Background: an optimization exercise with open tools, aiming at small area and few clock cycles per item. Do not read the settings as production practice.
RTL that was checked went through simulation tests only; none was proved equivalent to the original.

Setup of JK:
==> flow/design.v <==
module lens_recip (
    input  wire        clk,
    input  wire        rst,
    input  wire        start,
    input  wire [31:0] d,
    output wire        ready,
    output reg         done,
    output wire [31:0] q
);
    localparam K  = 4;
    localparam N  = (16 + K - 1) / K;
    localparam E  = N * K - 16;           
    localparam CW = (N > 1) ? $clog2(N) : 1;
    localparam W  = 35;                    
    reg          busy;
    reg [CW-1:0] cnt;
    reg [30:0]   div;                      
    reg [2:0]    sh;                       
    reg [W-1:0]  rs, rc;                   
    reg [31:0]   qq;                       
    wire last  = (cnt == N - 1);
    wire first = (cnt == 0);
    assign ready = ~busy | last;
    wire take = start & ready;
    wire [2:0] s_in = d[31] ? 3'd0 : d[30] ? 3'd1 : d[29] ? 3'd2 :
                      d[28] ? 3'd3 : d[27] ? 3'd4 : d[26] ? 3'd5 : 3'd6;
    wire [31:0] dn_in = d << s_in;
    reg [31:0] qm1;
    reg        bz;
    integer j;
    always @* begin
        bz = 1'b1;
        for (j = 0; j < 32; j = j + 1) begin
            qm1[j] = qq[j] ^ bz;
            bz = bz & ~qq[j];
        end
    end
    wire [W-1:0] rfin = rs + rc;
    assign q = rfin[W-1] ? qm1 : qq;
    function [2:0] sel;                    
        input signed [6:0] y;
        input        [2:0] dt;
        reg signed [6:0] tm1, t0, t1, t2;
        begin
            case (dt)
                3'd0: begin tm1 = -13; t0 = -4; t1 = 4; t2 = 12; end
                3'd1: begin tm1 = -15; t0 = -6; t1 = 4; t2 = 14; end
                3'd2: begin tm1 = -16; t0 = -6; t1 = 4; t2 = 15; end
                3'd3: begin tm1 = -18; t0 = -6; t1 = 4; t2 = 16; end
                3'd4: begin tm1 = -20; t0 = -6; t1 = 6; t2 = 18; end
                3'd5: begin tm1 = -21; t0 = -6; t1 = 6; t2 = 20; end
                3'd6: begin tm1 = -22; t0 = -6; t1 = 6; t2 = 20; end
                default: begin tm1 = -24; t0 = -8; t1 = 6; t2 = 24; end
            endcase
            if (y < tm1)     sel = 3'b010;    
            else if (y < t0) sel = 3'b001;    
            else if (y < t1) sel = 3'b000;    
            else if (y < t2) sel = 3'b101;    
            else             sel = 3'b110;    
        end
    endfunction
    wire [W-1:0] dv = {3'b001, div};
    reg [W-1:0] s [0:K];
    reg [W-1:0] c [0:K];
    reg [2*K-1:0] vp, vm;                  
    reg [K-1:0]   nz;
    reg [W-1:0] o, x, s4, c4;
    reg [6:0]   y;
    reg [2:0]   g;
    integer i;
    always @* begin
        s[0] = first ? ({{(W-1){1'b0}}, 1'b1} << (24 - 2 * E + sh)) : rs;
        c[0] = first ? {W{1'b0}} : rc;
        for (i = 0; i < K; i = i + 1) begin
            s4 = {s[i][W-3:0], 2'b00};
            c4 = {c[i][W-3:0], 2'b00};
            y  = s4[W-1:W-7] + c4[W-1:W-7];
            g  = sel(y, div[30:28]);
            x  = g[1] ? {dv[W-2:0], 1'b0} : g[0] ? dv : {W{1'b0}};
            o  = g[2] ? ~x : x;
            s[i+1] = s4 ^ c4 ^ o;
            c[i+1] = {((s4[W-2:0] & c4[W-2:0]) | (s4[W-2:0] & o[W-2:0]) |
                       (c4[W-2:0] & o[W-2:0])), g[2]};
            vp[2*(K-1-i) +: 2] = g[2] ? g[1:0] : 2'b00;
            vm[2*(K-1-i) +: 2] = g[2] ? 2'b00 : g[1:0];
        end
    end
    reg vneg;
    integer m;
    always @* begin
        vneg = 1'b0;
        for (m = 0; m < K; m = m + 1)
            vneg = (vm[2*m +: 2] != 2'b00) | ((vp[2*m +: 2] == 2'b00) & vneg);
    end
    wire [2*K-1:0] vlo  = vp - vm;
    wire [31:0]    qsel = vneg ? qm1 : qq;
    wire [31:0]    qnx;
    generate
        if (2 * K < 32) begin : g_q
            assign qnx = {qsel[31-2*K:0], vlo};
        end else begin : g_q
            assign qnx = vlo[31:0];
        end
    endgenerate
    always @(posedge clk) begin
        rs <= s[K];
        rc <= c[K];
        qq <= qnx;
        if (take) begin
            div <= dn_in[30:0];
            sh  <= s_in;
        end
        if (rst) begin
            busy <= 1'b0;
            done <= 1'b0;
            cnt  <= 0;
        end else begin
            done <= busy & last;
            if (take) begin
                busy <= 1'b1;
                cnt  <= 0;
            end else if (busy) begin
                cnt  <= cnt + 1'b1;
                if (last) busy <= 1'b0;
            end
        end
    end
endmodule
clock: 10.0 ns
lec_check: 0
abc_area: 1
cap_margin: 20
core_margin: 2
core_utilization: 40
slew_margin: 20
run.sh (not shown) runs the stock make flow with config.mk's settings and CLKGATE_MAP_FILE= SYNTH_SCRIPT=/design/flow/synth_recipe.tcl, a recipe that flattens the netlist after the stock synthesis.
In JK the implementation ran to completion but is not tape-out ready, as the final checks report setup timing.
Here is what was changed in the inputs of MS compared with JK.
-- flow/design.v --
<<< JK, line 8
    output wire [31:0] q
);
    localparam K  = 4;
    localparam N  = (16 + K - 1) / K;
    localparam E  = N * K - 16;           
    localparam CW = (N > 1) ? $clog2(N) : 1;
    localparam W  = 35;                    
    reg          busy;
>>> MS, line 8
    output wire [31:0] q
);
    localparam K  = 3;
    localparam N  = (16 + K - 1) / K;      
    localparam CW = (N > 8) ? 4 : (N > 4) ? 3 : (N > 2) ? 2 : 1;
    localparam W  = 35;                    
    reg          busy;
<<< JK, line 19
    reg [W-1:0]  rs, rc;                   
    reg [31:0]   qq;                       
    wire last  = (cnt == N - 1);
    wire first = (cnt == 0);
    assign ready = ~busy | last;
>>> MS, line 18
    reg [W-1:0]  rs, rc;                   
    reg [31:0]   qq;                       
    function [CW-1:0] ncyc;                
        input [2:0] sv;
        ncyc = (26 + sv + 2 * K - 1) / (2 * K) - 1;
    endfunction
    function [5:0] rpos;
        input [2:0] sv;
        rpos = 56 + sv - 2 * K * ((26 + sv + 2 * K - 1) / (2 * K));
    endfunction
    wire last  = (cnt == ncyc(sh));
    wire first = (cnt == 0);
    assign ready = ~busy | last;
<<< JK, line 70
    integer i;
    always @* begin
        s[0] = first ? ({{(W-1){1'b0}}, 1'b1} << (24 - 2 * E + sh)) : rs;
        c[0] = first ? {W{1'b0}} : rc;
        for (i = 0; i < K; i = i + 1) begin
>>> MS, line 77
    integer i;
    always @* begin
        s[0] = first ? ({{(W-1){1'b0}}, 1'b1} << rpos(sh)) : rs;
        c[0] = first ? {W{1'b0}} : rc;
        for (i = 0; i < K; i = i + 1) begin
<<< JK, line 94
    end
    wire [2*K-1:0] vlo  = vp - vm;
    wire [31:0]    qsel = vneg ? qm1 : qq;
    wire [31:0]    qnx;
    generate
>>> MS, line 101
    end
    wire [2*K-1:0] vlo  = vp - vm;
    wire [31:0]    qsel = first ? {32{vneg}} : vneg ? qm1 : qq;
    wire [31:0]    qnx;
    generate
- In the metrics for JK and MS, the one carrying the higher number of non-clock inverters in the layout is MS.
- When MS is set beside JK, its area occupied by multi-input gates turns out to be 12% smaller.
- Sort JK and MS by number of gates resized after CTS desc -> top: JK
- | relative area change from synthesis to final layout | lower: MS |
- What the final checks of MS revealed, after a flow that finished every stage, was a layout that fails on setup timing.
- Compared with JK, placement density in the core of MS is lower.
- In MS, the met1 track demand over resource in global routing came out 2.1 points above the value in JK.
- Post-detailed-routing wire length across JK and MS: no real change.
- Arrival time at the worst endpoint: MS < JK
Testbench counts of MS, summed over its fixed seeds: cycles 16,601, items 3,200.
No functional check of the RTL was part of JK.

==> afterwards: timing with drivers on the ports <==
No port has a modelled driver above. Below, the same layouts with a new extraction and two added sets of constraints. Step 1 (the two cells are an assumption about what drives the block):
set clk [get_ports {clk}]
set_driving_cell -lib_cell sky130_fd_sc_hd__clkbuf_16 $clk
set_driving_cell -lib_cell sky130_fd_sc_hd__buf_2 [delete_from_list [all_inputs] $clk]
Step 2 adds t to the input delays and takes it off the output delays; t is the mean of the earliest and latest rising clock arrival at the registers after step 1. Input paths then give back, and output paths get back, about the clock's delay inside the block. a / b / c = ideal ports / drivers / drivers and shift; a / b = the first two.
| run | t, ns | slack for setup (ns) | hold slack, ns | clock arrival spread, ns | cell pins on the clock port's net |
|---|---|---|---|---|---|
| JK | 0.481 | -2.259 / -2.259 / -2.259 | 0.449 / 0.449 / 0.449 | 0.022 / 0.022 | 1 |
| MS | 0.492 | -1.889 / -1.889 / -1.889 | 0.523 / 0.523 / 0.523 | 0.015 / 0.015 | 1 |
